Context: an optimization exercise on an open-source flow, tuned for small area, a short achievable clock period and few clock cycles per item. The choices shown serve that exercise and are no tape-out recipe. No run shown here included a check of the RTL's function; only the layout flow was run. Power figures rest on the tool's default switching activity, not on a simulated workload.

File: flow/design.v
module spread_hash (
    input  wire          clk,
    input  wire          rst,         
    input  wire          start,       
    input  wire          kind,        
    input  wire [63:0]   mask,        
    input  wire [1023:0] words,       
    input  wire [31:0]   seed,        
    input  wire [319:0]  key,         
    output reg           done,        
    output wire [31:0]   hash
);
    localparam [511:0] CRC_L16 = 512'h8fc847e423f211f908fc047e8df746fbacb5d992e301fe487f24b05ad7e56bf235f91afc82b6ce93e8817440b5e8d53c6a9eba87d28be68dfc8e7e473f231f91;
    localparam [1023:0] CRC_L32 = 1024'h8fc8e57b47e472bd23f2395e11f91caf08fc8e57047e472b8df7c6ee46fbe377acb514c0d9926f1be301d2f6fe480c007f240600b05ae67bd7e596466bf2cb2335f965911afcb2c882b6bc1fce93bb74e88138c174409c60b5e8ab4bd53cb0de6a9e586fba87c94cd28b01dde68d6595fc8e57b17e472bd83f2395ec1f91caf6;
    reg          busy;        
    reg          st1;         
    reg          lh;          
    reg  [63:0]  used;        
    reg  [63:0]  l1, l2;      
    reg  [7:0]   g1, g2;      
    reg  [15:0]  w1, w2;      
    reg          v2;          
    reg  [31:0]  acc;         
    reg  [63:0]  kw;          
    reg  [9:0]   kptr;        
    assign hash = acc;
    reg  [7:0]   gb1, gb2;    
    reg  [63:0]  s1, s2;      
    integer      g, k;
    always @* begin
        gb1[0] = 1'b0;
        gb2[0] = 1'b0;
        for (g = 1; g < 8; g = g + 1) begin
            gb1[g] = gb1[g-1] | g1[g-1];
            gb2[g] = gb2[g-1] | g2[g-1] | (gb1[g-1] & g1[g-1]);
        end
        for (g = 0; g < 8; g = g + 1)
            for (k = 0; k < 8; k = k + 1) begin
                s1[8*g+k] = l1[8*g+k] & ~gb1[g];
                s2[8*g+k] = (l2[8*g+k] & ~gb1[g]) | (l1[8*g+k] & gb1[g] & ~gb2[g]);
            end
    end
    wire [63:0]  used_next = used | s1 | s2;
    wire [63:0]  pend = mask & ~used_next;
    reg  [63:0]  nl1, nl2;
    reg  [7:0]   ng1, ng2;
    reg          e1, e2;
    always @* begin
        for (g = 0; g < 8; g = g + 1) begin
            e1 = 1'b0;
            e2 = 1'b0;
            for (k = 0; k < 8; k = k + 1) begin
                nl1[8*g+k] = pend[8*g+k] & ~e1;
                nl2[8*g+k] = pend[8*g+k] & e1 & ~e2;
                e2 = e2 | (e1 & pend[8*g+k]);
                e1 = e1 | pend[8*g+k];
            end
            ng1[g] = e1;
            ng2[g] = e2;
        end
    end
    reg  [15:0]  rd1, rd2;
    integer      i;
    always @* begin
        rd1 = 16'd0;
        rd2 = 16'd0;
        for (i = 0; i < 64; i = i + 1) begin
            rd1 = rd1 | (words[16*i +: 16] & {16{s1[i]}});
            rd2 = rd2 | (words[16*i +: 16] & {16{s2[i]}});
        end
    end
    reg  [31:0]  kpair;       
    reg  [63:0]  kinit;       
    integer      m, c;
    always @* begin
        kpair = 32'd0;
        for (c = 0; c < 10; c = c + 1)
            for (m = 0; m < 32; m = m + 1)
                kpair[m] = kpair[m] | (key[319 - 32*c - m] & kptr[c]);
        for (m = 0; m < 64; m = m + 1)
            kinit[m] = key[319 - m];
    end
    wire [15:0]  b1 = {w1[7:0], w1[15:8]};
    wire [15:0]  b2 = {w2[7:0], w2[15:8]};
    wire [15:0]  t1 = acc[15:0] ^ b1;
    wire [31:0]  t2 = acc ^ {b2, b1};
    reg  [31:0]  crc_a, crc_b;
    integer      o;
    always @* begin
        for (o = 0; o < 32; o = o + 1) begin
            crc_a[o] = (o < 16 ? acc[o + 16] : 1'b0) ^ (^(t1 & CRC_L16[16*o +: 16]));
            crc_b[o] = ^(t2 & CRC_L32[32*o +: 32]);
        end
    end
    wire [31:0]  crc_next = v2 ? crc_b : crc_a;
    wire [31:0]  tin;
    genvar       gj;
    generate
        for (gj = 0; gj < 16; gj = gj + 1) begin : g_in
            assign tin[gj]      = w1[15 - gj];
            assign tin[16 + gj] = w2[15 - gj];
        end
    endgenerate
    function [7:0] hank8;                     
        input [7:0]  x;
        input [14:0] h;
        integer      qq;
        begin
            for (qq = 0; qq < 8; qq = qq + 1)
                hank8[qq] = ^(x & h[qq +: 8]);
        end
    endfunction
    function [15:0] hank16;
        input [15:0] x;
        input [30:0] h;
        reg   [7:0]  p;
        begin
            p = hank8(x[7:0] ^ x[15:8], h[22:8]);
            hank16[7:0]  = p ^ hank8(x[7:0],  h[14:0]  ^ h[22:8]);
            hank16[15:8] = p ^ hank8(x[15:8], h[30:16] ^ h[22:8]);
        end
    endfunction
    wire [15:0]  tp  = hank16(tin[15:0] ^ tin[31:16], kw[46:16]);
    wire [15:0]  ty0 = tp ^ hank16(tin[15:0],  kw[30:0]  ^ kw[46:16]);
    wire [15:0]  ty1 = tp ^ hank16(tin[31:16], kw[62:32] ^ kw[46:16]);
    wire [31:0]  ty  = {ty1, ty0};            
    reg  [31:0]  tpz_next;
    integer      q;
    always @* begin
        for (q = 0; q < 32; q = q + 1)
            tpz_next[31 - q] = acc[31 - q] ^ ty[q];
    end
    always @(posedge clk) begin
        w1   <= rd1;
        w2   <= rd2;
        v2   <= s2 != 64'd0;
        acc  <= st1 ? (kind ? 32'd0 : seed) : (kind ? tpz_next : crc_next);
        kw   <= st1 ? kinit : {kpair, kw[63:32]};
        kptr <= st1 ? 10'd4 : {kptr[8:0], kptr[9]};
        if (rst || lh || !(start || busy))
            used <= 64'd0;
        else
            used <= used_next;
        if (rst || !(start || busy)) begin
            l1 <= 64'd0;
            l2 <= 64'd0;
            g1 <= 8'd0;
            g2 <= 8'd0;
        end else begin
            l1 <= nl1;
            l2 <= nl2;
            g1 <= ng1;
            g2 <= ng2;
        end
        if (rst) begin
            busy <= 1'b0;
            st1  <= 1'b0;
            lh   <= 1'b0;
            done <= 1'b0;
        end else begin
            st1  <= start;
            lh   <= busy && g1 != 8'd0 && pend == 64'd0;
            done <= lh || (st1 && g1 == 8'd0);
            busy <= start || (busy && !(lh || (st1 && g1 == 8'd0)));
        end
    end
endmodule
File: flow/config.mk
export PLATFORM = sky130hd
export DESIGN_NAME = spread_hash
export DESIGN_NICKNAME = spread_hash
export VERILOG_FILES = /design/flow/design.v
export SDC_FILE = /design/flow/constraint.sdc
export NUM_CORES = 4
export LEC_CHECK = 0
export CAP_MARGIN = 35
export CORE_AREA = 10 10 550 550
export DIE_AREA = 0 0 560 560
export SETUP_SLACK_MARGIN = 4.5
export SLEW_MARGIN = 35
File: flow/constraint.sdc
create_clock -name core_clock -period 7.0 [get_ports {clk}]
set_input_delay 1.4000 -clock core_clock [delete_from_list [all_inputs] [get_ports {clk}]]
set_output_delay 1.4000 -clock core_clock [all_outputs]
set_load 0.01 [all_outputs]
File: flow/run.sh
#!/bin/bash
# synth_recipe.tcl (not shown) runs the flow's synth.tcl, then flattens the netlist and writes it again
# the make line also repeats each setting of config.mk as NAME=value (left out here)
make -C /OpenROAD-flow-scripts/flow DESIGN_CONFIG=/design/flow/config.mk WORK_HOME=/design/flow/orfs CLKGATE_MAP_FILE= SYNTH_SCRIPT=/design/flow/synth_recipe.tcl finish
==> impl_metrics.yaml, run 1 <==
outcome:
  status: "finished clean"
setup_path:
  end_kind: "flop"
  path_max_fanout: 5
  critical_path_class: "flop to flop"
  cp_data_arrival_time_ns: 4.19
  startpoint_type: "flop"
  worstPathRequired_ns: 7.54
grt:
  track_usage_pct: 31.7
  grt_pass1_wl_um: 657000
  overflow: 0
  grt_pass1_vias: 57408
  grt_antenna_before_repair: 425
  grt_max_degree: 64
yosys:
  ys_types: 96
  synth-edff-count: 0
  synth_seq_area_share_pct: 17.5
  yosys_warnings: 1
  ys_ff_latch: 342
  syn-cell-area_um2: 39100
  async_reset_ff_share_pct: 0
  syn_nets: 6508
  yosysTopAreaCell: "xnor2_1"
  synth_cells: 5064
  synth.area.top_cells: "xnor2_1 18%, dfxtp_1 18%, a22oi_1 10%"
  synth_top_flop_cell: "dfxtp_1"
  synth_top_area_share_pct: 17.7
  avgSynthCellArea_um2: 7.72
clock_network:
  clk_latency_ns: 0.77
  cts_tree: "yes"
  cts_hold_buf: 0
  cts.sinks: 342
  cts.clk_slew.worst_paths_ns: 0.07
  numCtsBuffers: 49
  cts_max_level: 2
  root_buffer: "clkbuf_16"
  cts_buffer_depth: 3
sta:
  worst_slack_ns: 3.35
  fin_crit_ns: 3.65
  fmax_mhz: 274
  slew_viol_final: 0
  setup_viol: 0
  final.period_utilization_pct: 52.2
  slew_headroom_pct: 30.0
  fin_skew_ns: 0.0947
  fin_setup_tns_ns: 0
  hold_viol_final: 0
  worst_slew_pin_slew_ns: 1.05
  rsz0062_at_grt: "yes"
cells_and_area:
  fin_cells: 11463
  syn_to_final_growth_pct: 106
  utilization_pct: 27.7
  fill_cells: 30467
  final_cell_area_um2: 80400
  final_layout_size_suffix_gt1_share_pct: 32.9
  nets: 8723
drt:
  dr_total_vias: 62560
  ant_nets: 0
  routed_wl_um: 539000
  post_drt_wl_per_cell_um: 47.0
  firstDrtPassIters: 13
  drt_iter0_drc: 10400
  drc_errors: 0
  routed_via_density: 5.46
floorplanning:
  core-area_um2: 291000
  placementRows: 198
  start_util_pct: 13.5
  chipHeight_um: 560
  die_w_um: 560
  die_area_um2: 314000
  pin_count: 1477
power_and_ir_drop:
  p_per_area_nw_per_um2: 674
  p_leak_nw: 29.8
  vdd_drop_max_mv: 1.56
place:
  dp_hpwl_um: 434000
  pre_cts_ws_ns: 1.92
  placed_area_um2: 61300
  placed_cells: 10263
  portBuffers: 1476
  routabilityCongestion: 1.06
worst_hold_path:
  hold_class: "flop to flop"
flow_run:
  max-cap-violations: 0
-- cell type report --
| type | count | area (um2) | share of cell area, % |
|---|---|---|---|
| Inverter | 42 | 164 | 0.204 |
| Antenna cell | 245 | 613 | 0.762 |
| Multi-Input combinational cell | 4296 | 39700 | 49.4 |
| Tap cell | 3900 | 4880 | 6.07 |
| Timing Repair Buffer | 2548 | 26200 | 32.6 |
| Sequential cell | 342 | 7210 | 8.96 |
| Clock inverter | 27 | 355 | 0.442 |
| Clock buffer | 63 | 1330 | 1.65 |
-- timing repair --
action	CTS	global route
gates cloned	7	7
pin swaps	455	393
resized for setup	1694	525
buffers inserted	575	275
endpoints found under the setup margin	316	218
-- cell usage in the layout (no fill, tap or decap), types with 115 or more instances in the layout --
cell type        synthesis  routed
buf_6                    9     226
buf_12                   0     184
buf_4                    2     650
dfxtp_1                342     220
clkdlybuf4s50_1          0    1273
xnor2_4                  0     149
nand3_1                173     130
nand4_1                120     120
diode_2                  0     245
xor2_1                 233     176
a222oi_1               170     170
xnor2_1                788     536
a22oi_1                530     461
dlygate4sd2_1            0     128
nor2_1                 437     399
a22o_1                 122     115
nand2_1                549     488
-- per-stage QoR --
step	power, mW	hold WS [ns]
floorplan	27.0	0.424
global placement	38.6	0.436
detailed placement	38.5	0.440
CTS	48.6	0.463
global route	55.2	0.484
finish	54.2	0.459
-- state kept, by name, indices dropped and copies added (netlist names) --
register,flops
kw,64
l1,64
used,64
l2,56
acc,32
w1,16
w2,16
kptr,10
g1,8
g2,7
busy,1
done,1
lh,1
st1,1
v2,1
-- report_power, final --
| group | switching [mW] | internal (mW) |
|---|---|---|
| Clock | 1.29 | 1.52 |
| Combinational | 24.9 | 23.6 |
| Sequential | 0.558 | 2.41 |
-- cell usage after synthesis (66+ instances only) --
| master | count |
|---|---|
| nor3_1 | 118 |
| xnor2_1 | 788 |
| a22o_1 | 122 |
| dfxtp_1 | 342 |
| nand4_1 | 120 |
| nor2_1 | 437 |
| clkbuf_1 | 345 |
| nand2_1 | 549 |
| xor2_1 | 233 |
| o21ai_0 | 94 |
| a221oi_1 | 189 |
| a222oi_1 | 170 |
| xnor3_1 | 66 |
| a21oi_1 | 112 |
| nand3_1 | 173 |
| a22oi_1 | 530 |
-- cells by family (layout without fill, tap and decap cells) --
| kind of cell | Yosys count | in the layout | synth area share, % |
|---|---|---|---|
| buffers and inverters | 429 | 2680 | 4.35 |
| adder cells (fa/ha/maj) | 8 | 8 | 0.205 |
| AND/OR/NAND/NOR | 1662 | 1663 | 19.9 |
| XOR/XNOR | 1094 | 1094 | 27.0 |
| other | 0 | 245 | 0 |
| AO/OA/AOI/OAI | 1489 | 1491 | 29.9 |
| multiplexers | 40 | 40 | 1.13 |
| flip-flops | 342 | 342 | 17.5 |
-- metal layers --
| layer | vias to the layer above | share of wire [%] | GRT usage, % |
|---|---|---|---|
| li1 | 23961 | - | - |
| met1 | 30601 | 34 | 34.4 |
| met2 | 5946 | 44 | 49.5 |
| met3 | 1902 | 12 | 12.9 |
| met4 | 150 | 9.6 | 23.3 |
| met5 | - | 0.17 | 0 |
-- path summary, 6_finish.rpt --
path | start | endpoint | slack [ns] | cells past startpoint
worst max register to register | g1[1]$_SDFF_PP0_ | w2[10]$_DFF_P_ | 3.35 | 11
worst max-delay path | g1[1]$_SDFF_PP0_ | w2[10]$_DFF_P_ | 3.35 | 11
worst min register to register | used[57]$_SDFF_PP0_ | used[57]$_SDFF_PP0_ | 0.46 | 2
worst min-delay path | used[57]$_SDFF_PP0_ | used[57]$_SDFF_PP0_ | 0.46 | 2
-- worst max-delay path: stages (launching register included) --
cell and delay (ns):
dfxtp_4 0.35, buf_12 0.12, or4_4 0.64, buf_6 0.17, buf_6 0.12, o21ai_4 0.16, o31ai_4 0.08, buf_6 0.15
buf_12 0.13, a222oi_1 0.74, nand4_1 0.40, nand4b_1 0.40
==> inputs of run 2 (changes only) <==
--- a/flow/config.mk
+++ b/flow/config.mk
@@ -6,7 +6,7 @@
 export NUM_CORES = 4
 export LEC_CHECK = 0
 export CAP_MARGIN = 35
-export CORE_AREA = 10 10 550 550
-export DIE_AREA = 0 0 560 560
+export CORE_AREA = 10 10 390 390
+export DIE_AREA = 0 0 400 400
 export SETUP_SLACK_MARGIN = 4.5
 export SLEW_MARGIN = 35
==> run 2 against run 1 <==
Effect of this change: the run now fails in I/O pin placement (3_2_place_iop); area after synthesis stayed put; synthesized cell count stayed put.
==> impl_metrics.yaml, run 2 <==
outcome:
  status: "did not finish"
  haltStage: "I/O pin placement (3_2_place_iop)"
  error: "[ERROR PPL-0024] Number of IO pins (1477) exceeds maximum number of available positions (1446). Increase the die perimeter from 1600.00um to 2008.72um."
yosys:
  synth_most_common_cell: "xnor2_1"
  synth_cells: 5064
  yosys_warnings: 1
  yosysTopAreaCell: "xnor2_1"
  ys_types: 96
  avgSynthCellArea_um2: 7.72
  syn-cell-area_um2: 39100
  synth-simple-area-share_pct: 19.9
  synth_fa_ha_area_share_pct: 0.205
  synth-xor-area-share_pct: 27.0
  synth-edff-count: 0
  synth_common_cells: "788 x xnor2_1, 549 x nand2_1, 530 x a22oi_1"
  ys_ff_latch: 342
  synth_compound_area_share_pct: 29.9
  syn_nets: 6508
  async_reset_ff_share_pct: 0
  synth_top_area_share_pct: 17.7
  synth.area.top_cells: "xnor2_1 18%, dfxtp_1 18%, a22oi_1 10%"
  synth_seq_area_share_pct: 17.5
  synth_top_flop_cell: "dfxtp_1"
  synth_top_family_by_area: "compound AO/OA/AOI/OAI gates"
  synth.area.mux_share_pct: 1.13
floorplanning:
  start_util_pct: 27.2
  placementRows: 139
  die_w_um: 400
  chipHeight_um: 400
[run 2: cell counts after synthesis]
Identical to the previous run, type by type.
[run 2: kinds of logic after synthesis]
logic type | count (synthesis)
AOI/OAI and AO/OA | 1489
xor gates and xnor gates | 1094
adders and majority gates | 8
buffers and inverters | 429
DFF | 342
muxes | 40
and+or+nand+nor | 1662
==> inputs of run 3 (changes only) <==
--- a/flow/config.mk
+++ b/flow/config.mk
@@ -8,5 +8,5 @@
 export CAP_MARGIN = 35
 export CORE_AREA = 10 10 390 390
 export DIE_AREA = 0 0 400 400
-export SETUP_SLACK_MARGIN = 4.5
+export SETUP_SLACK_MARGIN = 3.8
 export SLEW_MARGIN = 35
==> run 3 against run 2 <==
Effect of this change: the run again fails in I/O pin placement (3_2_place_iop); area after synthesis unchanged; synthesized cell count unchanged.
==> impl_metrics.yaml, run 3 <==
outcome:
  status: "did not finish"
  haltStage: "I/O pin placement (3_2_place_iop)"
  error: "[ERROR PPL-0024] Number of IO pins (1477) exceeds maximum number of available positions (1446). Increase the die perimeter from 1600.00um to 2008.72um."
yosys:
  synth_top_area_share_pct: 17.7
  syn-cell-area_um2: 39100
  yosysTopAreaCell: "xnor2_1"
  ys_ff_latch: 342
  synth_seq_area_share_pct: 17.5
  synth.area.top_cells: "xnor2_1 18%, dfxtp_1 18%, a22oi_1 10%"
  async_reset_ff_share_pct: 0
  yosys_warnings: 1
  syn_nets: 6508
  synth_cells: 5064
  avgSynthCellArea_um2: 7.72
  synth-edff-count: 0
  synth_most_common_cell: "xnor2_1"
  ys_types: 96
  synth_common_cells: "788 x xnor2_1, 549 x nand2_1, 530 x a22oi_1"
  synth_top_flop_cell: "dfxtp_1"
floorplanning:
  start_util_pct: 27.2
  chipHeight_um: 400
  die_w_um: 400
  placementRows: 139
[run 3: cell families after synthesis]
| family | after synthesis | share of synthesized area [%] |
|---|---|---|
| simple gates | 1662 | 19.9 |
| buf+inv | 429 | 4.35 |
| flops | 342 | 17.5 |
| compound gates | 1489 | 29.9 |
| fa+ha+maj | 8 | 0.205 |
| mux | 40 | 1.13 |
| xor+xnor | 1094 | 27.0 |
==> inputs of run 4 (changes only) <==
--- a/flow/design.v
+++ b/flow/design.v
@@ -59,16 +59,9 @@
             ng2[g] = e2;
         end
     end
-    reg  [15:0]  rd1, rd2;
-    integer      i;
-    always @* begin
-        rd1 = 16'd0;
-        rd2 = 16'd0;
-        for (i = 0; i < 64; i = i + 1) begin
-            rd1 = rd1 | (words[16*i +: 16] & {16{s1[i]}});
-            rd2 = rd2 | (words[16*i +: 16] & {16{s2[i]}});
-        end
-    end
+    wire [15:0]  rd1, rd2;
+    spread_hash_rd u_rd1 (.sel(s1), .words(words), .y(rd1));
+    spread_hash_rd u_rd2 (.sel(s2), .words(words), .y(rd2));
     reg  [31:0]  kpair;       
     reg  [63:0]  kinit;       
     integer      m, c;
@@ -165,3 +158,15 @@
         end
     end
 endmodule
+module spread_hash_rd (
+    input  wire [63:0]   sel,
+    input  wire [1023:0] words,
+    output reg  [15:0]   y
+);
+    integer i;
+    always @* begin
+        y = 16'd0;
+        for (i = 0; i < 64; i = i + 1)
+            y = y | (words[16*i +: 16] & {16{sel[i]}});
+    end
+endmodule
--- a/flow/config.mk
+++ b/flow/config.mk
@@ -6,7 +6,8 @@
 export NUM_CORES = 4
 export LEC_CHECK = 0
 export CAP_MARGIN = 35
-export CORE_AREA = 10 10 390 390
-export DIE_AREA = 0 0 400 400
-export SETUP_SLACK_MARGIN = 3.8
+export CORE_AREA = 10 10 550 550
+export DIE_AREA = 0 0 560 560
+export SETUP_SLACK_MARGIN = 4.5
 export SLEW_MARGIN = 35
+export SYNTH_HIERARCHICAL = 1
==> run 4 against run 3 <==
Effect of this change: now clean on timing, DRC and antenna; synthesized cell count decreased by 2.1%; area after synthesis is 2.7% higher.
==> impl_metrics.yaml, run 4 <==
yosys:
  synth_cells: 4958
  synth_top_flop_cell: "dfxtp_1"
  avgSynthCellArea_um2: 8.10
  ys_ff_latch: 342
  syn_nets: 6402
  yosysTopAreaCell: "xnor2_1"
  yosys_warnings: 8
  synth_most_common_cell: "xnor2_1"
  synth.area.top_cells: "xnor2_1 18%, dfxtp_1 17%, a22o_1 12%"
  synth_top_area_share_pct: 18.4
  syn-cell-area_um2: 40100
  synth_common_cells: "843 x xnor2_1, 537 x a22o_1, 534 x a221oi_1"
  async_reset_ff_share_pct: 0
  ys_types: 84
  synth_seq_area_share_pct: 17.1
  synth-edff-count: 0
setup_path:
  path_max_fanout: 7
  critical_path.n_buffers_inverters: 4
  slowest_stage: "or4_1"
  crit_family: "simple AND/OR/NAND/NOR gates"
  cp_data_arrival_time_ns: 4.36
  critical_path_class: "flop to flop"
  worstPathRequired_ns: 7.55
  cp_slowest_stage_delay_ns: 0.70
  crit_chain: "buf_12 > or4_4 > nor4_4 > buf_6 > nor3_4 > buf_4 > a21o_4 > buf_8 > a221oi_2 > nand4_1 > or4_1"
  startpoint_type: "flop"
  end_kind: "flop"
grt:
  grt_antenna_before_repair: 640
  grt_pass1_vias: 53007
  grt_pass1_wl_um: 625000
  track_usage_pct: 30.3
  overflow: 0
  grt_max_degree: 76
cells_and_area:
  final_layout_size_suffix_gt1_share_pct: 29.5
  mostFrequentLayoutCells: "1414 x clkdlybuf4s50_1, 552 x xnor2_1, 544 x buf_4"
  nets: 8334
  syn_to_final_growth_pct: 90.9
  reg_top3: "kw: 64 flops, l1: 64 flops, used: 64 flops"
  final_cell_area_um2: 76700
  utilization_pct: 26.4
  final_common_cell: "clkdlybuf4s50_1"
place:
  portBuffers: 1476
  dp_hpwl_um: 426000
  placed_area_um2: 61200
  routabilityCongestion: 1.01
clock_network:
  root_buffer: "clkbuf_16"
  cts_max_level: 2
  cts_tree: "yes"
  cts.sinks: 342
  cts_buffer_depth: 3
  clk_latency_ns: 0.71
  cts.clk_slew.worst_paths_ns: 0.06
  numCtsBuffers: 47
power_and_ir_drop:
  p_leak_nw: 28.0
  clkPwrFrac_pct: 5.0
  p_int_mw: 28.3
  swShare_pct: 48.6
  vdd_drop_max_mv: 1.31
  power_frac_seq_pct: 5.5
  combPwrFrac_pct: 89.5
  p_per_area_nw_per_um2: 719
  netSwitchingPower_mw: 26.8
floorplanning:
  pin_count: 1477
  core-area_um2: 291000
  die_area_um2: 314000
  die_w_um: 560
  start_util_pct: 13.8
  chipHeight_um: 560
  placementRows: 198
sta:
  fin_skew_ns: 0.0485
  final.period_utilization_pct: 54.4
  fmax_mhz: 262
  fin_setup_tns_ns: 0
  worst_slew_pin_slew_ns: 1.00
  slew_viol_final: 0
  slew_headroom_pct: 33.0
  rsz0062_at_grt: "yes"
  hold_viol_final: 0
  fin_crit_ns: 3.81
  setup_viol: 0
flow_run:
  max-cap-violations: 0
drt:
  firstDrtPassIters: 10
  routed_via_density: 5.34
  drt_iter0_drc: 8805
  post_drt_wl_per_cell_um: 46.1
  ant_nets: 0
  routed_wl_um: 510000
  dr_total_vias: 59160
  drc_errors: 0
outcome:
  status: "finished clean"
worst_hold_path:
  hold_class: "flop to flop"
## run 4: changes by cell type after synthesis, sizes merged, moves of 125 or more
cell	delta
a221oi	+358
a222oi	-138
a22o	+427
a22oi	-453
nand2	-127
nand3	-125
## run 4: cell families (layout without fill, tap and decap cells)
kind of cell / Yosys count / in the layout / share of synthesized area [%]
other: 1 / 244 / 0.00934
multiplexers: 36 / 36 / 0.997
AO/OA/AOI/OAI: 1583 / 1586 / 32.2
adder cells (fa/ha/maj): 10 / 10 / 0.256
XOR/XNOR: 1130 / 1130 / 27.0
buffers and inverters: 460 / 2424 / 6.03
flip-flops: 342 / 342 / 17.1
AND/OR/NAND/NOR: 1396 / 1399 / 16.5
## run 4: routing by layer
layer	share of wire, %	vias to the layer above	GRT usage, %	wire length (um)
met5	0.33	-	0	1700
met4	6.9	262	14.7	35000
met3	13	1830	13.4	67000
met2	45	5560	49.3	228000
met1	35	28406	33.6	178000
li1	-	23102	-	-
## run 4: power by group through the flow
stage               clock network (mW)  registers [mW]  logic, mW
global route                      2.87            3.05       50.1
floorplan                            0            2.69       24.6
detailed placement                   0            3.11       35.5
finish                            2.76            3.03       49.4
global placement                     0            3.12       35.6
CTS                               2.81            3.01       42.7
## run 4: final timing paths
kind	start	endpoint	slack [ns]	depth (start not counted)
worst max-delay path	g1[0]$_SDFF_PP0_	w2[4]$_DFF_P_	3.19	11
worst min-delay path	used[23]$_SDFF_PP0_	used[23]$_SDFF_PP0_	0.46	2
worst max register to register	g1[0]$_SDFF_PP0_	w2[4]$_DFF_P_	3.19	11
worst min register to register	used[23]$_SDFF_PP0_	used[23]$_SDFF_PP0_	0.46	2
## run 4: modules after synthesis (local to each module, per instance)
module          flip-flops and latches  times used  cells
spread_hash                        342           1   3518
spread_hash_rd                       0           2    720
## run 4: timing repair
action / 4_1_cts / 5_1_grt
endpoints found under the setup margin: 263 / 227
gates cloned: 10 / 2
endpoints found under the hold margin: 0 / 0
hold buffers: 0 / 0
gates resized for setup: 1203 / 399
pin swaps: 339 / 311
buffers inserted: 442 / 189
## run 4: cell type report
cell class,count,area [um2]
Fill cell,30695,214000
Multi-Input combinational cell,4162,39000
Timing Repair Buffer,2300,23200
Sequential cell,342,7210
Tap cell,3900,4880
Clock buffer,62,1320
Antenna cell,243,608
Clock inverter,25,362
Inverter,37,149
## run 4: metrics by stage
stage               instances  power, mW  setup slack [ns]  hold slack, ns
global placement        10096       38.7              2.02           0.430
global route            10929       56.0              3.15           0.479
detailed placement      10098       38.6              2.03           0.441
finish                  11071       55.2              3.19           0.455
CTS                     10637       48.5              3.20           0.459
floorplan                4958       27.3              3.81           0.422
## run 4: tightest hold or removal path, delay by kind of cell, from the launching register on
family	cells	cell delay (ns)
compound gates	1	0.04
simple gates	1	0.07
flops	1	0.30
==> inputs of run 5 (changes only) <==
--- a/flow/design.v
+++ b/flow/design.v
@@ -15,24 +15,39 @@
     reg          busy;        
     reg          st1;         
     reg          lh;          
-    reg  [63:0]  used;        
-    reg  [63:0]  l1, l2;      
-    reg  [7:0]   g1, g2;      
+    reg  [63:0]  pend;        
     reg  [15:0]  w1, w2;      
     reg          v2;          
     reg  [31:0]  acc;         
     reg  [63:0]  kw;          
     reg  [9:0]   kptr;        
     assign hash = acc;
+    reg  [63:0]  l1, l2;
+    reg  [7:0]   h1, h2;
+    reg          e1, e2;
+    integer      g, k;
+    always @* begin
+        for (g = 0; g < 8; g = g + 1) begin
+            e1 = 1'b0;
+            e2 = 1'b0;
+            for (k = 0; k < 8; k = k + 1) begin
+                l1[8*g+k] = pend[8*g+k] & ~e1;
+                l2[8*g+k] = pend[8*g+k] & e1 & ~e2;
+                e2 = e2 | (e1 & pend[8*g+k]);
+                e1 = e1 | pend[8*g+k];
+            end
+            h1[g] = e1;
+            h2[g] = e2;
+        end
+    end
     reg  [7:0]   gb1, gb2;    
     reg  [63:0]  s1, s2;      
-    integer      g, k;
     always @* begin
         gb1[0] = 1'b0;
         gb2[0] = 1'b0;
         for (g = 1; g < 8; g = g + 1) begin
-            gb1[g] = gb1[g-1] | g1[g-1];
-            gb2[g] = gb2[g-1] | g2[g-1] | (gb1[g-1] & g1[g-1]);
+            gb1[g] = gb1[g-1] | h1[g-1];
+            gb2[g] = gb2[g-1] | h2[g-1] | (gb1[g-1] & h1[g-1]);
         end
         for (g = 0; g < 8; g = g + 1)
             for (k = 0; k < 8; k = k + 1) begin
@@ -40,25 +55,7 @@
                 s2[8*g+k] = (l2[8*g+k] & ~gb1[g]) | (l1[8*g+k] & gb1[g] & ~gb2[g]);
             end
     end
-    wire [63:0]  used_next = used | s1 | s2;
-    wire [63:0]  pend = mask & ~used_next;
-    reg  [63:0]  nl1, nl2;
-    reg  [7:0]   ng1, ng2;
-    reg          e1, e2;
-    always @* begin
-        for (g = 0; g < 8; g = g + 1) begin
-            e1 = 1'b0;
-            e2 = 1'b0;
-            for (k = 0; k < 8; k = k + 1) begin
-                nl1[8*g+k] = pend[8*g+k] & ~e1;
-                nl2[8*g+k] = pend[8*g+k] & e1 & ~e2;
-                e2 = e2 | (e1 & pend[8*g+k]);
-                e1 = e1 | pend[8*g+k];
-            end
-            ng1[g] = e1;
-            ng2[g] = e2;
-        end
-    end
+    wire [63:0]  pend_next = pend & ~s1 & ~s2;
     wire [15:0]  rd1, rd2;
     spread_hash_rd u_rd1 (.sel(s1), .words(words), .y(rd1));
     spread_hash_rd u_rd2 (.sel(s2), .words(words), .y(rd2));
@@ -124,27 +121,13 @@
             tpz_next[31 - q] = acc[31 - q] ^ ty[q];
     end
     always @(posedge clk) begin
+        pend <= start ? mask : pend_next;
         w1   <= rd1;
         w2   <= rd2;
         v2   <= s2 != 64'd0;
         acc  <= st1 ? (kind ? 32'd0 : seed) : (kind ? tpz_next : crc_next);
         kw   <= st1 ? kinit : {kpair, kw[63:32]};
         kptr <= st1 ? 10'd4 : {kptr[8:0], kptr[9]};
-        if (rst || lh || !(start || busy))
-            used <= 64'd0;
-        else
-            used <= used_next;
-        if (rst || !(start || busy)) begin
-            l1 <= 64'd0;
-            l2 <= 64'd0;
-            g1 <= 8'd0;
-            g2 <= 8'd0;
-        end else begin
-            l1 <= nl1;
-            l2 <= nl2;
-            g1 <= ng1;
-            g2 <= ng2;
-        end
         if (rst) begin
             busy <= 1'b0;
             st1  <= 1'b0;
@@ -152,9 +135,9 @@
             done <= 1'b0;
         end else begin
             st1  <= start;
-            lh   <= busy && g1 != 8'd0 && pend == 64'd0;
-            done <= lh || (st1 && g1 == 8'd0);
-            busy <= start || (busy && !(lh || (st1 && g1 == 8'd0)));
+            lh   <= busy && pend != 64'd0 && pend_next == 64'd0;
+            done <= lh || (st1 && pend == 64'd0);
+            busy <= start || (busy && !(lh || (st1 && pend == 64'd0)));
         end
     end
 endmodule
==> run 5 against run 4 <==
Effect of this change: still clean; sequential power down 24%; maximum frequency down 18%; via count down 1.3%; combinational power down 7.9%; die area unchanged; critical path depth up 8; sequential share of layout area down 3.2 points; non-clock buffer count down 5; power down 9.6%; routed wire length down 3.1%; first-iteration DRC count up 4.3%; largest cell class unchanged.
==> impl_metrics.yaml, run 5 <==
sta:
  final.period_utilization_pct: 66.7
  slew_viol_final: 0
  slew_headroom_pct: 34.6
  timing.hold.ws_ns: 0.505
  worst_slew_pin_slew_ns: 0.980
  fin_setup_tns_ns: 0
  hold_viol_final: 0
  fmax_mhz: 214
  worst_slack_ns: 2.33
  rsz0062_at_grt: "yes"
  setup_viol: 0
  fin_crit_ns: 4.67
  fin_skew_ns: 0.0411
setup_path:
  critical_path_class: "flop to flop"
  startpoint_type: "flop"
  cpMostUsedCell: "buf_6"
  reg2regPathDepth: 19
  crit_cells: 19
  crit_chain: "buf_12 > or4_4 > nor4_4 > buf_4 > buf_6 > buf_6 > nand2_4 > nor2_4 > buf_6 > nor4_2 > a31oi_1 > buf_4 > nor2_4 > buf_12 > buf_16 > a22o_1 > a221oi_1 > nand4_1 > or4_1"
  r2r_start: "pend[9]$_DFF_P_"
  worstPathRequired_ns: 7.50
  crit_family: "simple AND/OR/NAND/NOR gates"
  end_kind: "flop"
  slowest_stage: "nand4_1"
  cp_data_arrival_time_ns: 5.17
  cp_slowest_stage_delay_ns: 0.65
  r2r_slack_ns: 2.33
  startpoint: "pend[9]$_DFF_P_"
  path_max_fanout: 8
  r2r_end: "w2[15]$_DFF_P_"
  critical_path.n_buffers_inverters: 8
  cp-endpoint: "w2[15]$_DFF_P_"
clock_network:
  clk_latency_ns: 0.64
  numCtsBuffers: 35
  root_buffer: "clkbuf_16"
  cts_max_level: 2
  cts_hold_buf: 0
  cts.sinks: 207
  cts_buffer_depth: 3
  cts_tree: "yes"
  cts.clk_slew.worst_paths_ns: 0.06
floorplanning:
  die_w_um: 560
  pin_count: 1477
  core-area_um2: 291000
  die_area_um2: 314000
  placementRows: 198
  chipHeight_um: 560
  start_util_pct: 12.9
yosys:
  synth_common_cells: "947 x xnor2_1, 535 x a221oi_1, 524 x nand2_1"
  synth_fa_ha_area_share_pct: 0.482
  yosys_warnings: 8
  synth.area.mux_share_pct: 1.24
  synth_top_area_share_pct: 22.1
  synth-edff-count: 0
  synth-simple-area-share_pct: 17.5
  ys_types: 93
  synth_seq_area_share_pct: 11.0
  syn-cell-area_um2: 37600
  synth_top_flop_cell: "dfxtp_1"
  synth_compound_area_share_pct: 35.3
  async_reset_ff_share_pct: 0
  synth.area.top_cells: "xnor2_1 22%, a221oi_1 12%, a22o_1 12%"
  synth_top_family_by_area: "compound AO/OA/AOI/OAI gates"
  synth-xor-area-share_pct: 27.5
  ys_ff_latch: 207
  syn_nets: 6444
  synth_cells: 5000
  yosysTopAreaCell: "xnor2_1"
  synth_most_common_cell: "xnor2_1"
  avgSynthCellArea_um2: 7.52
outcome:
  status: "finished clean"
drt:
  wl_met2_um: 215000
  ant_nets: 0
  post_drt_wl_per_cell_um: 44.7
  routed_wl_um: 494000
  drt_iter0_drc: 9182
  m1WireLength_um: 173000
  firstDrtPassIters: 6
  dr_total_vias: 58401
  top_layer: "met5"
  drc_errors: 0
  route.met3.wl_um: 67400
  routed_via_density: 5.28
place:
  placed_area_um2: 57600
  portBuffers: 1476
  dp_hpwl_um: 413000
  placed_cells: 10080
  pre_cts_ws_ns: 1.35
  routabilityCongestion: 1.03
cells_and_area:
  nets: 8293
  final_common_cell: "clkdlybuf4s50_1"
  mostFrequentLayoutCells: "1432 x clkdlybuf4s50_1, 642 x xnor2_1, 531 x buf_4"
  final_cell_area_um2: 73400
  reg_top3: "kw: 64 flops, pend: 64 flops, acc: 32 flops"
  syn_to_final_growth_pct: 95.1
  utilization_pct: 25.3
  final_layout_size_suffix_gt1_share_pct: 28.5
  fin_cells: 11052
grt:
  grt_antenna_before_repair: 595
  grt_pass1_vias: 50837
  grt_pass1_wl_um: 600000
  overflow: 0
  grt_max_degree: 84
  track_usage_pct: 29.0
flow_run:
  max-cap-violations: 0
worst_hold_path:
  hold_class: "flop to flop"
power_and_ir_drop:
  vdd_drop_max_mv: 1.36
  power.total_mw: 49.9
  p_leak_nw: 25.8
  p_per_area_nw_per_um2: 680
## run 5: cell types whose count changed after synthesis, moves of 15 or more
cell	delta
a21oi_1	-15
a22o_1	-36
and2_1	-26
clkbuf_1	+59
dfxtp_1	-135
nand2_1	+101
nand2b_1	-17
nor2b_1	-29
nor3_1	-34
o21ai_0	+57
o31a_1	-21
xnor2_1	+104
xnor3_1	-54
## run 5: per-layer routing
metal | vias up | global-route usage (%)
met4 | 232 | 15.3
met2 | 5334 | 45.6
met5 | - | 0
li1 | 23071 | -
met1 | 27996 | 32.8
met3 | 1768 | 13.2
## run 5: logic make-up (layout without fill, tap and decap cells)
family          count (synthesis)  count (layout)
simple gates                 1411            1412
buf+inv                       516            2389
fa+ha+maj                      18              18
mux                            42              42
compound gates               1638            1639
xor+xnor                     1167            1167
flops                         207             207
other cells                     1             278
## run 5: layout make-up
| cell class | instances | area [um2] |
|---|---|---|
| Fill cell | 31012 | 217000 |
| Tap cell | 3900 | 4880 |
| Sequential cell | 207 | 4540 |
| Multi-Input combinational cell | 4279 | 38500 |
| Timing Repair Buffer | 2295 | 23300 |
| Clock buffer | 43 | 968 |
| Clock inverter | 20 | 285 |
| Inverter | 31 | 128 |
| Antenna cell | 277 | 693 |
## run 5: how the worst min path moves through the flow
stage	slack (ns)	cells after the start	endpoint	from
after floorplan	0.42	2	done$_SDFF_PP0_	lh$_SDFF_PP0_
after global placement	0.47	2	busy$_SDFF_PP0_	busy$_SDFF_PP0_
after detailed placement	0.47	2	busy$_SDFF_PP0_	busy$_SDFF_PP0_
after CTS	0.49	2	busy$_SDFF_PP0_	busy$_SDFF_PP0_
after global routing	0.54	1	kw[28]$_DFF_P_	kw[60]$_DFF_P_
final	0.51	2	busy$_SDFF_PP0_	busy$_SDFF_PP0_
## run 5: power by group
part	switching (mW)	internal, mW
Combinational	23.2	22.3
Sequential	0.693	1.60
Clock	0.833	1.21
## run 5: repair_timing
action	CTS	global route
pin swaps	207	333
endpoints found under the setup margin	160	163
buffers inserted	266	352
gates cloned	11	2
gates resized for setup	840	799
endpoints found under the hold margin	0	0
## run 5: modules after synthesis, one instance, submodules excluded
module	cells inside	area [um2]
spread_hash	3560	25900
spread_hash_rd	720	5880
## run 5: tightest hold or removal path, cell delays in order (launching register included)
cell,delay (ns)
dfxtp_1,0.34
a21oi_2,0.06
nor2_1,0.07
==> inputs of run 6 (changes only) <==
==> flow/design.v (replaced) <==
module spread_hash (
    input  wire          clk,
    input  wire          rst,         
    input  wire          start,       
    input  wire          kind,        
    input  wire [63:0]   mask,        
    input  wire [1023:0] words,       
    input  wire [31:0]   seed,        
    input  wire [319:0]  key,         
    output reg           done,        
    output reg  [31:0]   hash
);
    localparam [31:0] CRC32C_POLY = 32'h82F63B78;    
    reg          busy;
    reg  [5:0]   idx;
    reg          kind_r;
    reg  [31:0]  acc;         
    reg  [319:0] kwin;        
    wire [15:0]  cur_word = words[idx*16 +: 16];
    wire         cur_sel  = mask[idx];
    reg  [31:0]  crc_next;
    reg  [15:0]  crc_bits;    
    integer      i;
    always @* begin
        crc_bits = {cur_word[7:0], cur_word[15:8]};
        crc_next = acc;
        for (i = 0; i < 16; i = i + 1) begin
            if (crc_next[0] ^ crc_bits[i])
                crc_next = (crc_next >> 1) ^ CRC32C_POLY;
            else
                crc_next = crc_next >> 1;
        end
    end
    reg  [31:0]  tpz_next;
    integer      j;
    always @* begin
        tpz_next = acc;
        for (j = 0; j < 16; j = j + 1) begin
            if (cur_word[15-j])
                tpz_next = tpz_next ^ kwin[319-j -: 32];
        end
    end
    always @(posedge clk) begin
        if (rst) begin
            busy <= 1'b0;
            done <= 1'b0;
            idx  <= 6'd0;
        end else begin
            done <= 1'b0;
            if (!busy) begin
                if (start) begin
                    busy   <= 1'b1;
                    idx    <= 6'd0;
                    kind_r <= kind;
                    acc    <= kind ? 32'd0 : seed;
                    kwin   <= key;
                end
            end else begin
                if (cur_sel) begin
                    if (kind_r) begin
                        acc  <= tpz_next;
                        kwin <= {kwin[303:0], kwin[319:304]};
                    end else begin
                        acc  <= crc_next;
                    end
                end
                idx <= idx + 6'd1;
                if (idx == 6'd63) begin
                    busy <= 1'b0;
                    done <= 1'b1;
                    if (cur_sel)
                        hash <= kind_r ? tpz_next : crc_next;
                    else
                        hash <= acc;
                end
            end
        end
    end
endmodule
--- a/flow/config.mk
+++ b/flow/config.mk
@@ -8,6 +8,4 @@
 export CAP_MARGIN = 35
 export CORE_AREA = 10 10 550 550
 export DIE_AREA = 0 0 560 560
-export SETUP_SLACK_MARGIN = 4.5
 export SLEW_MARGIN = 35
-export SYNTH_HIERARCHICAL = 1
==> run 6 against run 5 <==
Effect of this change: die area stayed put; cell count is 23% lower; critical path type is now input pin to flop; non-clock buffer count is 609 lower; design area is 23% lower; combinational power is 73% lower; utilization is 5.7 points lower; largest power group unchanged; critical path depth is 4 lower; largest cell class unchanged.
==> impl_metrics.yaml, run 6 <==
yosys:
  synth-edff-count: 385
  ys_ff_latch: 393
  synth_top_flop_cell: "edfxtp_1"
  syn-cell-area_um2: 34700
  yosys_warnings: 1
  syn_nets: 4533
  yosysTopAreaCell: "edfxtp_1"
  async_reset_ff_share_pct: 0
  ys_types: 67
  synth_common_cells: "575 x nand2_1, 498 x xnor2_1, 385 x edfxtp_1"
  synth_top_area_share_pct: 33.3
  synth_cells: 3088
  synth_most_common_cell: "nand2_1"
  synth_seq_area_share_pct: 33.8
  avgSynthCellArea_um2: 11.2
  synth.area.top_cells: "edfxtp_1 33%, mux4_2 13%, xnor2_1 13%"
clock_network:
  root_buffer: "clkbuf_16"
  clk_latency_ns: 0.64
  cts_post_setup_buffers_inserted: 0
  numCtsBuffers: 48
  cts_buffer_depth: 3
  cts_hold_buf: 0
  cts.repair.resized: 0
  cts.sinks: 393
  cts_max_level: 2
  cts_tree: "yes"
  cts.clk_slew.worst_paths_ns: 0.06
setup_path:
  cp-endpoint: "acc[3]$_DFFE_PP_"
  critical_path.n_buffers_inverters: 1
  path_max_fanout: 4
  worstPathRequired_ns: 7.39
  crit_cells: 15
  end_kind: "flop"
  slowest_stage: "a21oi_2"
  cp_data_arrival_time_ns: 6.56
  crit_chain: "clkdlybuf4s50_1 > mux4_2 > nand2b_1 > a21oi_2 > a311oi_1 > o31ai_4 > xor2_2 > xnor3_1 > xnor2_1 > xnor3_1 > xor3_2 > xnor2_1 > xor2_1 > a221oi_2 > a22o_1"
  r2r_end: "acc[3]$_DFFE_PP_"
  critical_path_class: "input pin to flop"
  crit_family: "XOR/XNOR gates"
  cp_slowest_stage_delay_ns: 0.61
  r2r_start: "idx[1]$_SDFFE_PP0N_"
  reg2regPathDepth: 15
  startpoint: "words[801]"
  r2r_slack_ns: 0.85
  startpoint_type: "input pin"
power_and_ir_drop:
  p_per_area_nw_per_um2: 314
  swShare_pct: 40.5
  power_frac_seq_pct: 18.1
  power.total_mw: 17.8
  p_leak_nw: 18.3
  combPwrFrac_pct: 68.3
  netSwitchingPower_mw: 7.23
  vdd_drop_max_mv: 0.733
  clkPwrFrac_pct: 13.7
  p_int_mw: 10.6
grt:
  overflow: 0
  track_usage_pct: 18.4
  grt_pass1_vias: 34239
  grt_max_degree: 177
  grt_antenna_before_repair: 222
  grt_pass1_wl_um: 383000
sta:
  fin_skew_ns: 0.0272
  fmax_mhz: 162
  fin_crit_ns: 6.17
  rsz0062_at_grt: "no"
  worst_slack_ns: 0.833
  fin_setup_tns_ns: 0
  slew_headroom_pct: 33.0
  worst_slew_pin_slew_ns: 1.00
  hold_viol_final: 0
  setup_viol: 0
  slew_viol_final: 0
  final.period_utilization_pct: 88.1
  timing.hold.ws_ns: 0.544
cells_and_area:
  nets: 5998
  mostFrequentLayoutCells: "1476 x clkdlybuf4s50_1, 575 x nand2_1, 498 x xnor2_1"
  multiInputGateArea_um2: 21800
  final_common_cell: "clkdlybuf4s50_1"
  syn_to_final_growth_pct: 63.9
  regArea_um2: 11700
  reg_top3: "kwin: 320 flops, acc: 32 flops, hash: 32 flops"
  utilization_pct: 19.6
  top_register: "kwin"
  fin_cells: 8548
  final_layout_size_suffix_gt1_share_pct: 19.0
  fill_cells: 31721
  largest_reg_flops: 320
  final_cell_area_um2: 56800
flow_run:
  max-cap-violations: 0
worst_hold_path:
  hold_class: "flop to flop"
drt:
  dr_total_vias: 34010
  firstDrtPassIters: 5
  routed_wl_um: 303000
  drc_errors: 0
  routed_via_density: 3.98
  drt_iter0_drc: 3792
  post_drt_wl_per_cell_um: 35.5
  ant_nets: 0
floorplanning:
  die_area_um2: 314000
  core-area_um2: 291000
  die_w_um: 560
  start_util_pct: 11.9
  pin_count: 1477
  chipHeight_um: 560
  placementRows: 198
place:
  placed_cells: 8401
  placed_area_um2: 55100
  pre_cts_ws_ns: 0.282
  dp_hpwl_um: 264000
  portBuffers: 1476
  routabilityCongestion: 1.00
outcome:
  status: "finished clean"
[run 6: cell count changes in the layout (fill, tap and decap cells not counted), moves of 140 or more]
cell / change
xnor2_4: -150
mux2i_1: +228
a221oi_2: -140
xnor2_2: -148
diode_2: -219
xnor2_1: -144
nor2_1: -334
edfxtp_1: +385
a221oi_1: -397
buf_4: -358
mux4_2: +194
mux2_2: +295
a22o_1: -462
buf_6: -158
[run 6: cell type report]
type / instances / share of cell area, %
diodes: 58 / 0.255
clock buffers: 55 / 2.16
multi-input cells: 2418 / 38.4
clock inverters: 32 / 0.506
repair buffers: 1686 / 29.4
inverters: 6 / 0.0396
flip-flops and latches: 393 / 20.7
well taps: 3900 / 8.58
[run 6: kinds of logic after synthesis]
logic type	count (synthesis)	synth area share [%]
AO/OA/AOI/OAI	269	5.74
XOR/XNOR	670	18.1
adder cells (fa/ha/maj)	1	0.0361
buffers and inverters	277	3.85
flip-flops	393	33.8
multiplexers	762	30.2
AND/OR/NAND/NOR	716	8.32
[run 6: worst min-delay path by stage]
stage | start | end | slack, ns | depth (start not counted)
6_report | kwin[212]$_DFFE_PP_ | kwin[228]$_DFFE_PP_ | 0.54 | 1
5_1_grt | kwin[236]$_DFFE_PP_ | kwin[252]$_DFFE_PP_ | 0.56 | 1
4_1_cts | kwin[220]$_DFFE_PP_ | kwin[236]$_DFFE_PP_ | 0.55 | 1
3_5_place_dp | kwin[134]$_DFFE_PP_ | kwin[150]$_DFFE_PP_ | 0.53 | 1
3_3_place_gp | kwin[115]$_DFFE_PP_ | kwin[131]$_DFFE_PP_ | 0.52 | 1
2_1_floorplan | kwin[84]$_DFFE_PP_ | kwin[100]$_DFFE_PP_ | 0.52 | 1
[run 6: layer usage]
metal  up-vias  global-route usage (%)  part of all wire, %  wire length (um)
met1     17231                    23.7                   42            127000
met3       408                    5.92                  9.4             28600
met5         -                       0                 0.17               523
li1      14191                       -                    -                 -
met2      2100                    30.2                   46            141000
met4        80                    3.54                  2.2              6680
[run 6: power by group through the flow]
stage | Combinational [mW] | Clock [mW] | Sequential (mW)
CTS | 12.1 | 2.55 | 3.24
floorplan | 7.48 | 0 | 3.13
global route | 12.8 | 2.61 | 3.24
finish | 12.2 | 2.44 | 3.22
detailed placement | 12.1 | 0 | 3.29
global placement | 12.2 | 0 | 3.30
==> inputs of run 7 (changes only) <==
==> flow/design.v (replaced) <==
module spread_hash (
    input  wire          clk,
    input  wire          rst,         
    input  wire          start,       
    input  wire          kind,        
    input  wire [63:0]   mask,        
    input  wire [1023:0] words,       
    input  wire [31:0]   seed,        
    input  wire [319:0]  key,         
    output reg           done,        
    output wire [31:0]   hash
);
    localparam [511:0] CRC_L = 512'h8fc847e423f211f908fc047e8df746fbacb5d992e301fe487f24b05ad7e56bf235f91afc82b6ce93e8817440b5e8d53c6a9eba87d28be68dfc8e7e473f231f91;
    reg          busy;
    reg  [5:0]   idx;         
    reg  [63:0]  rem;         
    reg  [31:0]  acc;         
    reg  [31:0]  kw;          
    reg  [4:0]   kptr;        
    assign hash = acc;
    function [5:0] lowest;
        input [63:0] v;
        integer b;
        begin
            lowest = 6'd0;
            for (b = 63; b >= 0; b = b - 1)
                if (v[b]) lowest = b[5:0];
        end
    endfunction
    wire [15:0]  cur_word = words[idx*16 +: 16];
    reg  [15:0]  kchunk;
    integer      m;
    always @* begin
        for (m = 0; m < 16; m = m + 1)
            kchunk[m] = key[319 - 16*kptr - m];
    end
    wire [47:0]  kwin = {kchunk, kw};
    wire [15:0]  crc_t = acc[15:0] ^ {cur_word[7:0], cur_word[15:8]};
    reg  [31:0]  crc_next;
    integer      o;
    always @* begin
        for (o = 0; o < 32; o = o + 1)
            crc_next[o] = (o < 16 ? acc[o + 16] : 1'b0) ^ (^(crc_t & CRC_L[16*o +: 16]));
    end
    wire [15:0]  tpz_in;
    genvar       gj;
    generate
        for (gj = 0; gj < 16; gj = gj + 1) begin : g_in
            assign tpz_in[gj] = cur_word[15 - gj];
        end
    endgenerate
    reg  [31:0]  tpz_next;
    integer      q;
    always @* begin
        for (q = 0; q < 32; q = q + 1)
            tpz_next[31 - q] = acc[31 - q] ^ (^(tpz_in & kwin[q +: 16]));
    end
    wire [63:0]  rem_next = rem & (rem - 64'd1);
    wire [63:0]  mask_next = mask & (mask - 64'd1);
    always @(posedge clk) begin
        if (rst) begin
            busy <= 1'b0;
            done <= 1'b0;
        end else begin
            done <= 1'b0;
            if (!busy) begin
                if (start) begin
                    acc  <= kind ? 32'd0 : seed;
                    idx  <= lowest(mask);
                    rem  <= mask_next;
                    for (m = 0; m < 32; m = m + 1)
                        kw[m] <= key[319 - m];
                    kptr <= 5'd2;
                    if (mask == 64'd0)
                        done <= 1'b1;
                    else
                        busy <= 1'b1;
                end
            end else begin
                acc  <= kind ? tpz_next : crc_next;
                kw   <= kwin[47:16];
                kptr <= (kptr == 5'd19) ? 5'd0 : kptr + 5'd1;
                idx  <= lowest(rem);
                rem  <= rem_next;
                if (rem == 64'd0) begin
                    busy <= 1'b0;
                    done <= 1'b1;
                end
            end
        end
    end
endmodule
==> run 7 against run 6 <==
Effect of this change: maximum frequency is 5.1% higher; clock power shrank 59%; non-clock buffer count decreased by 34; clock skew decreased by 0.0074 ns; routed wire length is 0.50% lower; clock-buffer cell count shrank 38; sequential power down 55%; critical path depth stayed put; global-route usage shrank 0.19 points; flip-flop and latch count fell by 253; critical path type is now flop to flop.
==> impl_metrics.yaml, run 7 <==
place:
  routabilityCongestion: 0.972
  dp_hpwl_um: 264000
  pre_cts_ws_ns: 0.636
  portBuffers: 1476
  placed_area_um2: 48500
sta:
  final.period_utilization_pct: 83.8
  worst_slack_ns: 1.13
  fmax_mhz: 170
  slew_headroom_pct: 27.6
  slew_viol_final: 0
  fin_skew_ns: 0.0198
  setup_viol: 0
  fin_setup_tns_ns: 0
  rsz0062_at_grt: "no"
  worst_slew_pin_slew_ns: 1.09
  hold_viol_final: 0
  fin_crit_ns: 5.87
drt:
  routed_wl_um: 302000
  routed_via_density: 3.99
  drc_errors: 0
  firstDrtPassIters: 6
  drt_iter0_drc: 3745
  post_drt_wl_per_cell_um: 34.5
  dr_total_vias: 34908
  ant_nets: 0
clock_network:
  cts.clk_slew.worst_paths_ns: 0.07
  cts_buffer_depth: 2
  cts_max_level: 4
  cts.sinks: 140
  cts_post_setup_buffers_inserted: 0
  cts_tree: "yes"
  cts_hold_buf: 0
  clk_latency_ns: 0.51
  cts.repair.resized: 0
  numCtsBuffers: 17
  root_buffer: "clkbuf_16"
yosys:
  synth_top_flop_cell: "edfxtp_1"
  synth-edff-count: 138
  synth_cells: 3342
  async_reset_ff_share_pct: 0
  yosysTopAreaCell: "mux2i_1"
  synth_seq_area_share_pct: 14.8
  ys_types: 75
  synth_top_area_share_pct: 16.3
  synth_common_cells: "639 x nand2_1, 462 x mux2i_1, 433 x xnor2_1"
  synth.area.top_cells: "mux2i_1 16%, edfxtp_1 15%, xnor2_1 13%"
  yosys_warnings: 1
  ys_ff_latch: 140
  syn_nets: 4789
  syn-cell-area_um2: 28400
  synth_most_common_cell: "nand2_1"
  avgSynthCellArea_um2: 8.48
cells_and_area:
  syn_to_final_growth_pct: 74.0
  largest_reg_flops: 63
  nets: 6186
  fill_cells: 32804
  final_layout_size_suffix_gt1_share_pct: 10.1
  top_register: "rem"
  final_common_cell: "clkdlybuf4s50_1"
  regArea_um2: 4190
  final_cell_area_um2: 49400
  mostFrequentLayoutCells: "1476 x clkdlybuf4s50_1, 639 x nand2_1, 452 x mux2i_1"
  reg_top3: "rem: 63 flops, acc: 32 flops, kw: 32 flops"
  multiInputGateArea_um2: 22900
grt:
  overflow: 0
  grt_antenna_before_repair: 209
  grt_pass1_wl_um: 378000
  track_usage_pct: 18.2
  grt_pass1_vias: 34641
  grt_max_degree: 115
outcome:
  status: "finished clean"
floorplanning:
  core-area_um2: 291000
  pin_count: 1477
  die_w_um: 560
  die_area_um2: 314000
  start_util_pct: 9.76
  placementRows: 198
  chipHeight_um: 560
worst_hold_path:
  hold_class: "flop to flop"
flow_run:
  max-cap-violations: 0
setup_path:
  path_max_fanout: 14
  critical_path_class: "flop to flop"
  startpoint_type: "flop"
  worstPathRequired_ns: 7.26
  end_kind: "flop"
  cp_data_arrival_time_ns: 6.12
power_and_ir_drop:
  p_leak_nw: 17.0
  vdd_drop_max_mv: 0.344
  p_per_area_nw_per_um2: 227
-- run 7: power breakdown --
group          leakage [nW]  internal, mW  switching, mW
combinational          15.4          4.32           4.41
clock                 0.279         0.529          0.475
sequential             1.35          1.12          0.342
-- run 7: routing by layer --
| metal | up-vias | GRT usage [%] | wire, um |
|---|---|---|---|
| met1 | 16822 | 20.9 | 114000 |
| met3 | 569 | 4.57 | 24500 |
| li1 | 15029 | - | - |
| met2 | 2434 | 31.4 | 145000 |
| met5 | - | 0 | 349 |
| met4 | 54 | 8.85 | 17600 |
-- run 7: cell families (layout without fill, tap and decap cells) --
group | after synthesis | in the layout | share of synthesized area, %
adders and majority gates | 3 | 3 | 0.132
xor gates and xnor gates | 625 | 625 | 21.7
buffers and inverters | 303 | 1713 | 5.44
muxes | 642 | 642 | 28.1
and+or+nand+nor | 1056 | 1056 | 16.3
AOI/OAI and AO/OA | 573 | 573 | 13.6
DFF | 140 | 140 | 14.8
other | 0 | 87 | 0
-- run 7: final cells by class --
type,instances,area share [%]
Multi-Input combinational cell,2899,46.5
Timing Repair Buffer,1652,33.3
Tap cell,3900,9.89
Sequential cell,140,8.49
Clock buffer,17,0.862
Antenna cell,87,0.441
Clock inverter,15,0.327
Inverter,29,0.221
-- run 7: stage by stage --
stage | hold slack, ns | power (mW) | utilization (%) | cells
3_3_place_gp | 0.600 | 10.1 | 16.6 | 8603
6_report | 0.629 | 11.2 | 17.0 | 8739
5_1_grt | 0.674 | 11.7 | 17.0 | 8719
2_1_floorplan | 0.566 | 6.84 | - | 3342
4_1_cts | 0.631 | 11.2 | 16.9 | 8650
3_5_place_dp | 0.615 | 10.1 | 16.7 | 8618
-- run 7: worst paths after layout --
kind	start	end	slack, ns	cells after the start
setup / recovery	idx[0]$_DFFE_PP_	acc[3]$_DFFE_PP_	1.13	15
hold / removal	rem[61]$_DFFE_PP_	rem[61]$_DFFE_PP_	0.63	2
setup reg to reg	idx[0]$_DFFE_PP_	acc[3]$_DFFE_PP_	1.13	15
hold reg to reg	rem[61]$_DFFE_PP_	rem[61]$_DFFE_PP_	0.63	2
-- run 7: worst max-delay path, stage by stage (launching register included) --
cell	delay, ns
edfxtp_1	0.93
nand4_4	0.71
buf_4	0.46
o22ai_1	0.25
buf_4	0.24
nor3_1	0.06
and4_1	0.24
a31oi_4	0.28
buf_4	0.35
xnor2_2	0.24
xnor2_1	0.35
xor2_1	0.46
xnor2_1	0.16
xnor2_1	0.43
mux2i_1	0.15
a22o_1	0.21
==> inputs of run 8 (changes only) <==
==> flow/design.v (replaced) <==
module spread_hash (
    input  wire          clk,
    input  wire          rst,         
    input  wire          start,       
    input  wire          kind,        
    input  wire [63:0]   mask,        
    input  wire [1023:0] words,       
    input  wire [31:0]   seed,        
    input  wire [319:0]  key,         
    output reg           done,        
    output wire [31:0]   hash
);
    localparam [511:0] CRC_L = 512'h8fc847e423f211f908fc047e8df746fbacb5d992e301fe487f24b05ad7e56bf235f91afc82b6ce93e8817440b5e8d53c6a9eba87d28be68dfc8e7e473f231f91;
    reg          busy;        
    reg          st1;         
    reg          lh;          
    reg  [63:0]  rem;         
    reg  [15:0]  w1, w2;      
    reg          v2;          
    reg  [31:0]  acc;         
    reg  [63:0]  kw;          
    reg  [3:0]   kptr;        
    assign hash = acc;
    wire [63:0]  sel1 = rem & ~(rem - 64'd1);         
    wire [63:0]  rem2 = rem & (rem - 64'd1);
    wire [63:0]  sel2 = rem2 & ~(rem2 - 64'd1);       
    wire [63:0]  rem4 = rem2 & (rem2 - 64'd1);
    reg  [15:0]  rd1, rd2;
    integer      i;
    always @* begin
        rd1 = 16'd0;
        rd2 = 16'd0;
        for (i = 0; i < 64; i = i + 1) begin
            rd1 = rd1 | (words[16*i +: 16] & {16{sel1[i]}});
            rd2 = rd2 | (words[16*i +: 16] & {16{sel2[i]}});
        end
    end
    reg  [31:0]  kpair;       
    reg  [63:0]  kinit;       
    integer      m;
    always @* begin
        for (m = 0; m < 32; m = m + 1)
            kpair[m] = key[319 - 32*kptr - m];
        for (m = 0; m < 64; m = m + 1)
            kinit[m] = key[319 - m];
    end
    function [31:0] crc_step;
        input [31:0] c;
        input [15:0] w;
        reg   [15:0] t;
        integer      o;
        begin
            t = c[15:0] ^ {w[7:0], w[15:8]};
            for (o = 0; o < 32; o = o + 1)
                crc_step[o] = (o < 16 ? c[o + 16] : 1'b0) ^ (^(t & CRC_L[16*o +: 16]));
        end
    endfunction
    wire [31:0]  crc_a = crc_step(acc, w1);
    wire [31:0]  crc_b = crc_step(crc_a, w2);
    wire [31:0]  crc_next = v2 ? crc_b : crc_a;
    wire [31:0]  tin;
    genvar       gj;
    generate
        for (gj = 0; gj < 16; gj = gj + 1) begin : g_in
            assign tin[gj]      = w1[15 - gj];
            assign tin[16 + gj] = w2[15 - gj];
        end
    endgenerate
    reg  [31:0]  tpz_next;
    integer      q;
    always @* begin
        for (q = 0; q < 32; q = q + 1)
            tpz_next[31 - q] = acc[31 - q] ^ (^(tin & kw[q +: 32]));
    end
    always @(posedge clk) begin
        rem  <= start ? mask : rem4;
        w1   <= rd1;
        w2   <= rd2;
        v2   <= rem2 != 64'd0;
        acc  <= st1 ? (kind ? 32'd0 : seed) : (kind ? tpz_next : crc_next);
        kw   <= st1 ? kinit : {kpair, kw[63:32]};
        kptr <= st1 ? 4'd2 : ((kptr == 4'd9) ? 4'd0 : kptr + 4'd1);
        if (rst) begin
            busy <= 1'b0;
            st1  <= 1'b0;
            lh   <= 1'b0;
            done <= 1'b0;
        end else begin
            st1  <= start;
            lh   <= busy && rem != 64'd0 && rem4 == 64'd0;
            done <= lh || (st1 && rem == 64'd0);
            busy <= start || (busy && !(lh || (st1 && rem == 64'd0)));
        end
    end
endmodule
==> run 8 against run 7 <==
Effect of this change: still clean on timing, DRC and antenna; clock power up 66%; clock-buffer cell count up 27; die area unchanged; non-clock buffer count up 115; sequential share of layout area down 2.0 points; largest cell class unchanged; largest power group unchanged.
==> impl_metrics.yaml, run 8 <==
outcome:
  status: "finished clean"
sta:
  fmax_mhz: 156
  fin_skew_ns: 0.0364
  slew_headroom_pct: 17.8
  worst_slack_ns: 0.601
  final.period_utilization_pct: 91.4
  worst_slew_pin_slew_ns: 1.22
  fin_setup_tns_ns: 0
  fin_crit_ns: 6.40
  hold_viol_final: 0
  slew_viol_final: 0
  rsz0062_at_grt: "no"
  setup_viol: 0
  timing.hold.ws_ns: 0.479
setup_path:
  cp_slowest_stage_delay_ns: 0.87
  crit_chain: "nor4_1 > nand3_1 > o21ai_0 > and4_1 > and4_1 > nand3_1 > nor3_4 > and2_1 > a22oi_1 > and4_1 > nand3_1"
  r2r_start: "rem[8]$_DFF_P_"
  worstPathRequired_ns: 7.63
  reg2regPathDepth: 11
  critical_path_class: "flop to flop"
  end_kind: "flop"
  cp_data_arrival_time_ns: 7.02
  slowest_stage: "and2_1"
  crit_cells: 11
  crit_family: "simple AND/OR/NAND/NOR gates"
  r2r_slack_ns: 0.60
  r2r_end: "w2[14]$_DFF_P_"
  path_max_fanout: 14
  startpoint_type: "flop"
  cp-endpoint: "w2[14]$_DFF_P_"
  startpoint: "rem[8]$_DFF_P_"
  critical_path.n_buffers_inverters: 0
power_and_ir_drop:
  combPwrFrac_pct: 91.0
  p_per_area_nw_per_um2: 852
  p_int_mw: 23.8
  vdd_drop_max_mv: 2.43
  netSwitchingPower_mw: 30.0
  p_leak_nw: 20.4
  power_frac_seq_pct: 5.9
  power.total_mw: 53.7
  clkPwrFrac_pct: 3.1
  swShare_pct: 55.8
grt:
  grt_antenna_before_repair: 544
  grt_max_degree: 91
  grt_pass1_wl_um: 705000
  overflow: 0
  grt_pass1_vias: 57188
  track_usage_pct: 34.3
clock_network:
  cts.clk_slew.worst_paths_ns: 0.06
  numCtsBuffers: 31
  cts.sinks: 201
  cts_tree: "yes"
  cts_buffer_depth: 3
  cts_post_setup_buffers_inserted: 0
  cts_max_level: 1
  clk_latency_ns: 0.72
  cts.repair.resized: 0
  cts_hold_buf: 0
  root_buffer: "clkbuf_16"
floorplanning:
  pin_count: 1477
  placementRows: 198
  core-area_um2: 291000
  die_area_um2: 314000
  start_util_pct: 14.2
  chipHeight_um: 560
  die_w_um: 560
worst_hold_path:
  holdPathStages: 1
  hold_class: "flop to flop"
yosys:
  ys_types: 99
  synth_cells: 5804
  synth.area.top_cells: "xnor2_1 20%, nand2_1 13%, dfxtp_1 9.8%"
  synth_top_area_share_pct: 20.3
  async_reset_ff_share_pct: 0
  yosysTopAreaCell: "xnor2_1"
  synth_most_common_cell: "nand2_1"
  ys_ff_latch: 201
  yosys_warnings: 1
  avgSynthCellArea_um2: 7.09
  syn-cell-area_um2: 41100
  synth_common_cells: "1386 x nand2_1, 952 x xnor2_1, 426 x clkbuf_1"
  synth_top_flop_cell: "dfxtp_1"
  syn_nets: 7250
  synth_seq_area_share_pct: 9.79
  synth-edff-count: 0
drt:
  post_drt_wl_per_cell_um: 51.0
  firstDrtPassIters: 12
  drt_iter0_drc: 13096
  drc_errors: 0
  routed_via_density: 5.68
  dr_total_vias: 63828
  routed_wl_um: 574000
  ant_nets: 0
cells_and_area:
  fill_cells: 32554
  utilization_pct: 21.7
  final_cell_area_um2: 63100
  mostFrequentLayoutCells: "1473 x clkdlybuf4s50_1, 1386 x nand2_1, 949 x xnor2_1"
  final_layout_size_suffix_gt1_share_pct: 8.80
  final_common_cell: "clkdlybuf4s50_1"
  reg_top3: "kw: 64 flops, rem: 64 flops, acc: 32 flops"
  nets: 8537
  syn_to_final_growth_pct: 53.4
  fin_cells: 11241
place:
  portBuffers: 1476
  dp_hpwl_um: 492000
  placed_cells: 10956
  pre_cts_ws_ns: 0.854
  placed_area_um2: 61500
  routabilityCongestion: 1.07
flow_run:
  max-cap-violations: 0
run 8: cell types whose count changed after synthesis, moves of 138 or more:
cell	previous run	this run
xnor2_1	433	952
edfxtp_1	138	0
a22oi_1	93	333
nand2_1	639	1386
a222oi_1	0	178
mux2i_1	462	36
xor2_1	135	333
dfxtp_1	2	201
clkbuf_1	127	426
run 8: worst min path at each step:
stage / from / slack [ns] / endpoint
after global routing: kw[63]$_DFF_P_ / 0.49 / kw[31]$_DFF_P_
final: kw[63]$_DFF_P_ / 0.48 / kw[31]$_DFF_P_
after global placement: kw[63]$_DFF_P_ / 0.44 / kw[31]$_DFF_P_
after CTS: kw[63]$_DFF_P_ / 0.48 / kw[31]$_DFF_P_
after detailed placement: kw[63]$_DFF_P_ / 0.47 / kw[31]$_DFF_P_
after floorplan: lh$_SDFF_PP0_ / 0.42 / done$_SDFF_PP0_
run 8: layer usage:
layer | share of wire [%] | up-vias | GRT usage, %
met5 | 0.27 | - | 0
met4 | 8.6 | 222 | 22.2
met3 | 14 | 1854 | 15.9
met2 | 41 | 6688 | 50.1
met1 | 37 | 31069 | 40.0
li1 | - | 23995 | -
run 8: final cells by class:
class / count / area, um2 / area share [%]
Antenna cell: 225 / 563 / 0.892
Inverter: 54 / 203 / 0.321
Multi-Input combinational cell: 5036 / 35400 / 56.1
Sequential cell: 201 / 4090 / 6.49
Clock buffer: 44 / 865 / 1.37
Timing Repair Buffer: 1767 / 17000 / 26.9
Tap cell: 3900 / 4880 / 7.73
Clock inverter: 14 / 103 / 0.163
run 8: power by group through the flow:
stage	Sequential [mW]	Clock [mW]	Combinational, mW
2_1_floorplan	2.14	0	39.1
3_5_place_dp	3.09	0	47.8
3_3_place_gp	3.10	0	47.6
5_1_grt	3.10	1.69	50.7
6_report	3.17	1.66	48.9
4_1_cts	3.06	1.68	48.0
run 8: cell families after synthesis:
| group | after synthesis | share of synthesized area, % |
|---|---|---|
| xor+xnor | 1317 | 29.1 |
| mux | 142 | 5.53 |
| buf+inv | 567 | 5.37 |
| compound gates | 1355 | 25.5 |
| simple gates | 2214 | 24.5 |
| flops | 201 | 9.79 |
| fa+ha+maj | 8 | 0.207 |

what the ideal ports hide:
No port has a modelled driver above. Below, the same layouts with a new extraction and two added sets of constraints.
Step 1: set_driving_cell puts a clkbuf_16 on clk and a buf_2 on each other input, an assumption about the parent block.
Step 2 also shifts input and output timing later by t, the mid clock arrival at the registers, as if the neighbouring blocks saw the same clock.
Slacks: no drivers / after step 1 / after step 2; pairs: no drivers / after step 1.
run	t (ns)	slack for setup (ns)	latest minus earliest clock arrival (ns)
run 1	0.811	3.346 / 3.346 / 2.682	0.095 / 0.095
run 4	0.776	3.189 / 3.189 / 2.884	0.052 / 0.051
run 5	0.703	2.328 / 2.328 / 2.328	0.043 / 0.044
run 6	0.715	0.833 / 0.850 / 0.152	0.038 / 0.038
run 7	0.566	1.132 / 1.132 / 0.754	0.025 / 0.025
run 8	0.789	0.601 / 0.601 / 0.601	0.038 / 0.038
After both steps setup and hold are still met in every run listed. The setup slack of run 6, which loses most, moves by +0.017 ns with the drivers and by -0.681 ns with both steps.
